Source: an optimization exercise on an open RTL-to-GDS flow (aim: small area, a short achievable clock period and few clock cycles per item). Production flows keep margins and buffers that such runs may drop.
At most, simulation tests tie the RTL to the original design; equivalence was not proved.
No functional check of the RTL was part of runs 1 and 2.

$ cat flow/config.mk
export PLATFORM = sky130hd
export DESIGN_NAME = bf_rescale
export DESIGN_NICKNAME = bf_rescale
export VERILOG_FILES = /design/flow/design.v
export SDC_FILE = /design/flow/constraint.sdc
export NUM_CORES = 4
export LEC_CHECK = 0
export CAP_MARGIN = 20
export CORE_MARGIN = 2
export CORE_UTILIZATION = 40
export PLACE_DENSITY = 0.6
export SLEW_MARGIN = 20
$ cat flow/constraint.sdc
create_clock -name core_clock -period 12.0 [get_ports {clk}]
set_input_delay 2.4000 -clock core_clock [delete_from_list [all_inputs] [get_ports {clk}]]
set_output_delay 2.4000 -clock core_clock [all_outputs]
set_load 0.01 [all_outputs]
$ cat flow/design.v
module bf_rescale (
    input  wire        clk,
    input  wire        rst,
    input  wire        start,
    input  wire [63:0] mask,
    input  wire [1:0]  rs_cap,
    output wire        ready,
    output reg         rd_en,
    output wire [5:0]  rd_addr,
    input  wire [31:0] rd_data,
    output reg         out_valid,
    output reg  [5:0]  out_idx,
    output reg  [12:0] out_i,
    output reg  [12:0] out_q,
    output reg         done,
    output wire [15:0] s_out,
    output wire [4:0]  exp_out,
    output wire        null_out
);
    localparam [1:0] S_IDLE = 2'd0,
                     S_P1   = 2'd1,
                     S_DIV  = 2'd2,
                     S_P2   = 2'd3;
    localparam [5:0] P2_FIRST = 6'd34;
    localparam [5:0] P2_LAST  = 6'd33;
    localparam [1:0] M_SQ  = 2'd0,     
                     M_ONE = 2'd1,     
                     M_S   = 2'd2;     
    reg [1:0]  state;
    reg        ready_r;
    reg [5:0]  cnt;
    reg [63:0] mask_r;
    reg        cap_hi, cap_lo;
    reg        two;                     
    reg [15:0] s_r;
    reg [4:0]  exp_r;
    reg        null_r;
    assign ready    = ready_r;
    assign rd_addr  = cnt;
    assign s_out    = s_r;
    assign exp_out  = exp_r;
    assign null_out = null_r;
    wire accept = start & ready_r;
    wire last_rd = (state == S_P1 && cnt == 6'd63) || (state == S_P2 && cnt == P2_LAST);
    always @(posedge clk) begin
        cnt    <= accept ? 6'd0 : cnt + 6'd1;
        mask_r <= accept ? mask : {mask_r[0], mask_r[63:1]};
        if (accept) begin
            cap_hi <= rs_cap[1];
            cap_lo <= rs_cap[0];
        end
        if (state == S_P1 && cnt == 6'd0)
            two <= ~cap_hi & (|mask_r);
    end
    always @(posedge clk) begin
        if (rst) begin
            state   <= S_IDLE;
            rd_en   <= 1'b0;
            ready_r <= 1'b1;
        end else begin
            case (state)
                S_IDLE: begin
                    if (accept) begin
                        state   <= S_P1;
                        rd_en   <= 1'b1;
                        ready_r <= 1'b0;
                    end
                end
                S_P1: begin
                    if (cnt == 6'd62 && !two)
                        ready_r <= 1'b1;
                    if (cnt == 6'd63) begin
                        if (two) begin
                            state <= S_DIV;
                            rd_en <= 1'b0;
                        end else if (accept) begin
                            ready_r <= 1'b0;
                        end else begin
                            state <= S_IDLE;
                            rd_en <= 1'b0;
                        end
                    end
                end
                S_DIV: begin
                    if (cnt == P2_FIRST - 6'd1) begin
                        state <= S_P2;
                        rd_en <= 1'b1;
                    end
                end
                S_P2: begin
                    if (cnt == P2_LAST - 6'd1)
                        ready_r <= 1'b1;
                    if (cnt == P2_LAST) begin
                        if (accept) begin
                            state   <= S_P1;
                            ready_r <= 1'b0;
                        end else begin
                            state <= S_IDLE;
                            rd_en <= 1'b0;
                        end
                    end
                end
            endcase
        end
    end
    reg        v1, pa1, m1, last1;
    reg [5:0]  idx1;
    reg        v2, m2, last2;
    reg [1:0]  md2;
    reg [5:0]  idx2;
    reg [11:0] d_i, d_q;
    reg [4:0]  d_e;
    always @(posedge clk) begin
        if (rst) begin
            v1 <= 1'b0;
            v2 <= 1'b0;
        end else begin
            v1 <= rd_en;
            v2 <= v1;
        end
        pa1   <= (state == S_P1);
        m1    <= mask_r[0];
        last1 <= last_rd;
        idx1  <= cnt;
        m2    <= m1;
        last2 <= last1;
        idx2  <= idx1;
        md2   <= !pa1 ? M_S : (two ? M_SQ : M_ONE);
        d_i   <= rd_data[11:0];
        d_q   <= rd_data[23:12];
        d_e   <= rd_data[28:24];
    end
    wire        sq    = (md2 == M_SQ);
    wire [15:0] s_mul = (md2 == M_ONE) ? 16'd16384 : s_r;
    wire signed [16:0] x_i = sq ? {{5{d_i[11]}}, d_i} : {1'b0, s_mul};
    wire signed [16:0] x_q = sq ? {{5{d_q[11]}}, d_q} : {1'b0, s_mul};
    wire signed [28:0] p_i = $signed(d_i) * x_i;
    wire signed [28:0] p_q = $signed(d_q) * x_q;
    wire first2 = (md2 != M_S) && (idx2 == 6'd0);
    wire nz_cur = ~m2 & (|{d_i, d_q});
    reg        nz, anym;
    wire       nz_t   = (nz & ~first2) | nz_cur;
    wire       anym_t = (anym & ~first2) | m2;
    wire       null_1 = anym_t & ~nz_t;
    reg        v3, m3, first3;
    reg [23:0] pw;
    always @(posedge clk) begin
        if (rst) begin
            out_valid <= 1'b0;
            done      <= 1'b0;
            v3        <= 1'b0;
        end else begin
            out_valid <= v2 & ~sq;
            done      <= v2 & ~sq & last2;
            v3        <= v2 & sq;
        end
        out_idx <= idx2;
        out_i   <= m2 ? 13'd0 : p_i[26:14];
        out_q   <= m2 ? 13'd0 : p_q[26:14];
        if (v2 && !sq && idx2 == 6'd0)
            exp_r <= d_e;
        if (v2 && md2 != M_S) begin
            nz   <= nz_t;
            anym <= anym_t;
        end
        if (v2 && md2 == M_ONE && last2) begin
            s_r    <= null_1 ? 16'd0 : 16'd16384;
            null_r <= null_1;
        end
        m3     <= m2;
        first3 <= first2;
        pw     <= {1'b0, p_i[22:0]} + {1'b0, p_q[22:0]};
    end
    reg [32:0] z;
    reg [29:0] s_rem;
    reg [1:0]  qb;
    reg        ovf;
    reg [14:0] root;
    reg [16:0] srem;
    wire        in_div  = (state == S_DIV) && (cnt >= 6'd3);
    wire [31:0] dsub    = {1'b0, z[32:2]} - {2'b00, s_rem};
    wire        q_bit   = ~dsub[31];
    wire [18:0] ssh     = {srem, qb};
    wire [18:0] strial  = {2'b00, root, 2'b01};
    wire [19:0] ssub    = {1'b0, ssh} - {1'b0, strial};
    wire        s_bit   = ~ssub[19];
    wire        sq_step = ((state == S_DIV) && !cnt[0] && cnt >= 6'd6) ||
                          ((state == S_P2) && cnt == P2_FIRST);
    wire [15:0] cap_v   = cap_lo ? 16'd23170 : 16'd32768;
    wire        big     = ovf | (cap_lo & (root >= 15'd23170));
    always @(posedge clk) begin
        if (v3) begin
            z     <= (first3 ? 33'd0 : z) + {9'd0, pw};
            s_rem <= (first3 ? 30'd0 : s_rem) + (m3 ? 30'd0 : {6'd0, pw});
        end else if (in_div) begin
            z <= {(q_bit ? dsub[29:0] : z[31:2]), z[1:0], 1'b0};
        end
        if (in_div) begin
            qb <= {qb[0], q_bit};
            if (cnt == 6'd3)
                ovf <= q_bit;
        end
        if (state == S_DIV && cnt == 6'd3) begin
            root <= 15'd0;
            srem <= 17'd0;
        end else if (sq_step) begin
            root <= {root[13:0], s_bit};
            srem <= s_bit ? ssub[16:0] : ssh[16:0];
        end
        if (state == S_P2 && cnt == P2_FIRST + 6'd1) begin
            s_r    <= !nz ? 16'd0 : big ? cap_v : {1'b0, root};
            null_r <= !nz;
        end
    end
endmodule
$ cat flow/run.sh
#!/bin/bash
# synth_recipe.tcl (not shown) runs the flow's synth.tcl, then flattens the netlist and writes it again
# the make line also repeats each setting of config.mk as NAME=value (left out here)
make -C /OpenROAD-flow-scripts/flow DESIGN_CONFIG=/design/flow/config.mk WORK_HOME=/design/flow/orfs CLKGATE_MAP_FILE= SYNTH_SCRIPT=/design/flow/synth_recipe.tcl finish
==> results of run 1 <==
==> run summary, run 1 <==
Synth warnings=1; Exit stage=synthesis; outcome=did not finish; Err=ERROR: Assert `count_id(cell->name) == 0' failed in kernel/rtlil.cc:2970.
==> run 2, diff against run 1 <==
--- a/flow/design.v
+++ b/flow/design.v
@@ -163,10 +163,6 @@
             nz   <= nz_t;
             anym <= anym_t;
         end
-        if (v2 && md2 == M_ONE && last2) begin
-            s_r    <= null_1 ? 16'd0 : 16'd16384;
-            null_r <= null_1;
-        end
         m3     <= m2;
         first3 <= first2;
         pw     <= {1'b0, p_i[22:0]} + {1'b0, p_q[22:0]};
@@ -211,5 +207,9 @@
             s_r    <= !nz ? 16'd0 : big ? cap_v : {1'b0, root};
             null_r <= !nz;
         end
+        if (v2 && md2 == M_ONE && last2) begin
+            s_r    <= null_1 ? 16'd0 : 16'd16384;
+            null_r <= null_1;
+        end
     end
 endmodule
==> run summary, run 2 <==
initial antenna violation count=0; ys async rst share=0%; Slew @ Worst Pin=1.01 ns; Synth warnings=1; Initial Util=40.5%; met2 wire length=37000 um; Rows=101; DIE AREA=79400 um2; most numerous cell in the Yosys netlist=inv_1; Max-slew headroom=32.2%; root buffer cell=clkbuf_16; delay of the slowest critical-path stage=0.53 ns; Die Span Y=282 um; # setup viols final=0; P&R area growth vs syn=12.1%; Tmin final=7.95 ns; hold path cells=0; critical path launch point type=flop; Post-synth EDFFs=93; total gr overflow=0; # resized after CTS=0; RSZ-0062 raised after global routing=no; CTS tree=done; global placement routability congestion=0.852; Tot GR Track Use=19.6%; most frequent cells in the layout=inv_1, nand2_1, fa_1; most common cell after layout, fill and taps aside=inv_1; number of synthesized register bits=310; # IOs=165; post-synth top area cell=fa_1; top cell type's share of synthesized area=23.3%; Synth top cells by count=inv_1, nand2_1, fa_1, ha_1, dfxtp_1; max reg flops=64; Setup Fix Bufs, Post-CTS=0; crit path DAT=8.40 ns; Slowest cell on crit path=fa_1; worst skew pair latency=0.57 ns; max layer used=met4; Final Hold Fails=0; Post-CTS Hold Buffers=0; Routed wire per std cell=16.2 um; Residual DRC=0; met3 routed WL=2720 um; number of global-route vias before repair=24500; Unique masters post-synth=92; critical path peak fanout=37; Hold Startpoint=idx1[0]; placed insts=4601; buffer depth of the longest clock path=3; largest net degree at the start of global routing=71; Synth Area per Inst=8.72 um2; post-route ant nets=0; Nets=4312; core area=76200 um2; Reg-to-Reg Start=md2[1]; hold worst-path end=idx2[0]; CP most frequent cell=inv_1; Initial DRT Pass Iterations=5; critical path startpoint=md2[1]; Max Fclk=0.126 GHz; post-route clock period utilization=66.3%; clk sink count=310; Port Buf Inserts=161; Critical Path Sink Type=flop; crit path kind=reg2reg; Final TNS setup=0 ns; Final Skew=0.0246 ns; final count of pins violating max slew=0; main flop type after synthesis=dfxtp_1; DRT iter0 DRCs=1052; width of the die=282 um; RR Endpoint=pw[22]; Crit path required time=12.45 ns; Post-Syn Instances=3539; Tightest Hold Check Type=reg2reg; reg2reg setup slack=4.05 ns; DRT Wirelength=75600 um; DP HPWL=59500 um; H-tree levels=2; reg2reg path depth=29; # diodes=0; vias=23500; outcome=timing/DRC/antenna clean; Area contributors post-synth=fa_1, dfxtp_1, ha_1; synthesized net count=4241; sequential share of the synthesized area=23.1%; number of buffers created by CTS=37; post-route insts no fill=4669; wire length on met1=32900 um; Max-Cap Viols=0; Largest regs=mask_r x64, z x33, s_rem x30; Top reg by flops=mask_r; share of cells above drive strength 1=3.76%; global-route wire length before repair=125000 um; vias per inst=5.04; clock transition at the registers of the reported paths=0.06 ns; cell area after synthesis=30900 um2
run 2: layout make-up:
| cell class | instances | area, um2 |
|---|---|---|
| clock buffers | 46 | 1050 |
| clock inverters | 22 | 214 |
| fillers | 7462 | 41600 |
| inverters | 558 | 2100 |
| multi-input cells | 2525 | 21100 |
| flip-flops and latches | 310 | 7140 |
| well taps | 1030 | 1290 |
| repair buffers | 178 | 1740 |
run 2: cells by family (layout without fill, tap and decap cells):
logic type	count (synthesis)	in the layout	share of synthesized area (%)
flops	310	310	23.1
xor+xnor	158	158	4.48
compound gates	537	537	11.5
buf+inv	704	804	8.67
mux	11	11	0.365
fa+ha+maj	601	601	33.1
simple gates	1218	1218	18.7
run 2: per-layer routing:
layer | up-vias | global-route usage (%)
met4 | 0 | 7.32
li1 | 11500 | -
met3 | 124 | 2.02
met1 | 11400 | 25.0
met5 | - | 0
met2 | 439 | 34.4
run 2: worst max path at each step:
stage	endpoint	slack, ns	cells past startpoint
after floorplan	pw[23]	4.95	32
after global placement	pw[23]	4.03	26
after detailed placement	pw[22]	4.02	29
after CTS	pw[22]	3.97	29
after global routing	pw[22]	3.54	29
final	pw[22]	4.05	29
run 2: stage by stage:
stage	utilization, %	hold WS [ns]	area [um2]	worst slack [ns]
after floorplan	-	0.310	30900	4.95
after global placement	43.7	0.310	33300	4.03
after detailed placement	43.7	0.312	33300	4.02
after CTS	45.4	0.325	34600	3.97
after global routing	45.4	0.335	34600	3.54
final	45.4	0.325	34600	4.05
run 2: critical path, delay by kind of cell, from the launching register on:
family	cells	cell delay, ns
adders and majority gates	7	3.15
DFF	1	0.31
buffers and inverters	8	0.93
xor gates and xnor gates	2	0.65
and+or+nand+nor	7	1.48
AOI/OAI and AO/OA	5	1.27
==> run 3, diff against run 2 <==
--- a/flow/design.v
+++ b/flow/design.v
@@ -134,8 +134,10 @@
     wire [15:0] s_mul = (md2 == M_ONE) ? 16'd16384 : s_r;
     wire signed [16:0] x_i = sq ? {{5{d_i[11]}}, d_i} : {1'b0, s_mul};
     wire signed [16:0] x_q = sq ? {{5{d_q[11]}}, d_q} : {1'b0, s_mul};
-    wire signed [28:0] p_i = $signed(d_i) * x_i;
-    wire signed [28:0] p_q = $signed(d_q) * x_q;
+    wire signed [11:0] d_is = d_i;
+    wire signed [11:0] d_qs = d_q;
+    wire signed [28:0] p_i = d_is * x_i;
+    wire signed [28:0] p_q = d_qs * x_q;
     wire first2 = (md2 != M_S) && (idx2 == 6'd0);
     wire nz_cur = ~m2 & (|{d_i, d_q});
     reg        nz, anym;
==> run summary, run 3 <==
outcome=timing/DRC/antenna clean; Port Buf Inserts=161; Critical Path Sink Type=flop; worst skew pair latency=0.57 ns; H-tree levels=2; # setup viols final=0; Tot GR Track Use=19.6%; DP HPWL=59500 um; Max Fclk=0.126 GHz; Crit path required time=12.45 ns; initial antenna violation count=0; crit path DAT=8.40 ns; Tightest Hold Check Type=reg2reg; final count of pins violating max slew=0; delay of the slowest critical-path stage=0.53 ns; crit path kind=reg2reg; global placement routability congestion=0.852; Final Cell Area=34600 um2; Max-slew headroom=32.2%; # diodes=0; CP most frequent cell=inv_1; Nets=4312; total gr overflow=0; Unique masters post-synth=92; buffer depth of the longest clock path=3; Synth top cells by count=inv_1, nand2_1, fa_1, ha_1, dfxtp_1; clock transition at the registers of the reported paths=0.06 ns; post-synth top area cell=fa_1; global-route wire length before repair=125000 um; number of global-route vias before repair=24500; Post-Syn Instances=3539; Synth Area per Inst=8.72 um2; top cell type's share of synthesized area=23.3%; largest net degree at the start of global routing=71; max reg flops=64; root buffer cell=clkbuf_16; Largest regs=mask_r x64, z x33, s_rem x30; number of synthesized register bits=310; post-route ant nets=0; Top reg by flops=mask_r; final worst slack=4.05 ns; synthesized net count=4241; P&R area growth vs syn=12.1%; DRT Wirelength=75600 um; Final Hold Fails=0; Slew @ Worst Pin=1.01 ns; core area=76200 um2; post-route clock period utilization=66.3%; critical path launch point type=flop; main flop type after synthesis=dfxtp_1; vias per inst=5.04; Max-Cap Viols=0; Post-synth EDFFs=93; ys async rst share=0%; Die Span Y=282 um; reg2reg setup slack=4.05 ns; cell area after synthesis=30900 um2; RSZ-0062 raised after global routing=no; Tmin final=7.95 ns; most numerous cell in the Yosys netlist=inv_1; sequential share of the synthesized area=23.1%; # IOs=165; share of cells above drive strength 1=3.76%; # resized after CTS=0; width of the die=282 um; CTS tree=done; clk sink count=310; placed inst area=33300 um2; Post-CTS Hold Buffers=0; Initial Util=40.5%; Slowest cell on crit path=fa_1; Final TNS setup=0 ns; Synth warnings=1; number of buffers created by CTS=37; Final Skew=0.0246 ns; DRT iter0 DRCs=1052; Residual DRC=0; Area contributors post-synth=fa_1, dfxtp_1, ha_1; Routed wire per std cell=16.2 um; most frequent cells in the layout=inv_1, nand2_1, fa_1; vias=23500; Initial DRT Pass Iterations=5; Setup Fix Bufs, Post-CTS=0; DIE AREA=79400 um2; Rows=101; dpl ws=4.02 ns; critical path peak fanout=37; most common cell after layout, fill and taps aside=inv_1
-- run 3: cell counts in the layout (fill, tap and decap cells not counted) --
Identical to the previous run, type by type.
-- run 3: kinds of logic (layout without fill, tap and decap cells) --
family	count (synthesis)	after routing	synth area share (%)
simple gates	1218	1218	18.7
buf+inv	704	804	8.67
fa+ha+maj	601	601	33.1
compound gates	537	537	11.5
flops	310	310	23.1
xor+xnor	158	158	4.48
mux	11	11	0.365
-- run 3: area by class of cell --
class / count / area, um2
fillers: 7462 / 41600
multi-input cells: 2525 / 21100
flip-flops and latches: 310 / 7140
inverters: 558 / 2100
repair buffers: 178 / 1740
well taps: 1030 / 1290
clock buffers: 46 / 1050
clock inverters: 22 / 214
-- run 3: path summary, 6_finish.rpt --
| kind | cells past startpoint | endpoint | startpoint |
|---|---|---|---|
| worst min-delay path | 0 | idx2[0] | idx1[0] |
| worst min register to register | 0 | idx2[0] | idx1[0] |
| worst max register to register | 29 | pw[22] | md2[1] |
| worst max-delay path | 29 | pw[22] | md2[1] |
-- run 3: per-stage QoR --
step	util (%)	hold WS, ns	std cells
floorplan	-	0.310	3539
finish	45.4	0.325	4669
global placement	43.7	0.310	4601
detailed placement	43.7	0.312	4601
global route	45.4	0.335	4669
CTS	45.4	0.325	4669
-- run 3: critical path, delay by kind of cell (launching register included) --
family / cells / cell delay [ns]
fa+ha+maj: 7 / 3.15
simple gates: 7 / 1.48
compound gates: 5 / 1.27
buf+inv: 8 / 0.93
xor+xnor: 2 / 0.65
flops: 1 / 0.31
-- run 3: layer usage --
metal  routed length [um]  GRT usage, %  share of wire (%)
met5                    0             0                  0
met4                 2980          7.32                3.9
met3                 2720          2.02                3.6
met2                37000          34.4                 49
met1                32900          25.0                 43
Testbench counts of run 3, summed over its fixed seeds: cycles 42,926, items 384.

-- afterwards: timing with drivers on the ports --
How much do the figures lean on ideal ports? The routed layouts below were timed once more, with nothing changed but the port constraints.
Step 1 sets driving cells, clkbuf_16 on the clock port and buf_2 on the other inputs (assumed; they add their load-dependent delay and slew).
Step 2 moves the port delays by t, midway between the first and last clock arrival at a register: inputs arrive t later, outputs are due t later. That takes back most of the time a late clock gives input paths.
Slacks: ideal ports / drivers / drivers and shift; pairs: ideal ports / drivers.
run	shift t [ns]	setup slack, ns	hold WS [ns]	clock arrival spread, ns
run 2	0.626	4.049 / 4.049 / 4.049	0.325 / 0.325 / 0.325	0.027 / 0.026
run 3	0.626	4.049 / 4.049 / 4.049	0.325 / 0.325 / 0.325	0.027 / 0.026
After both steps every run listed still meets setup and hold.
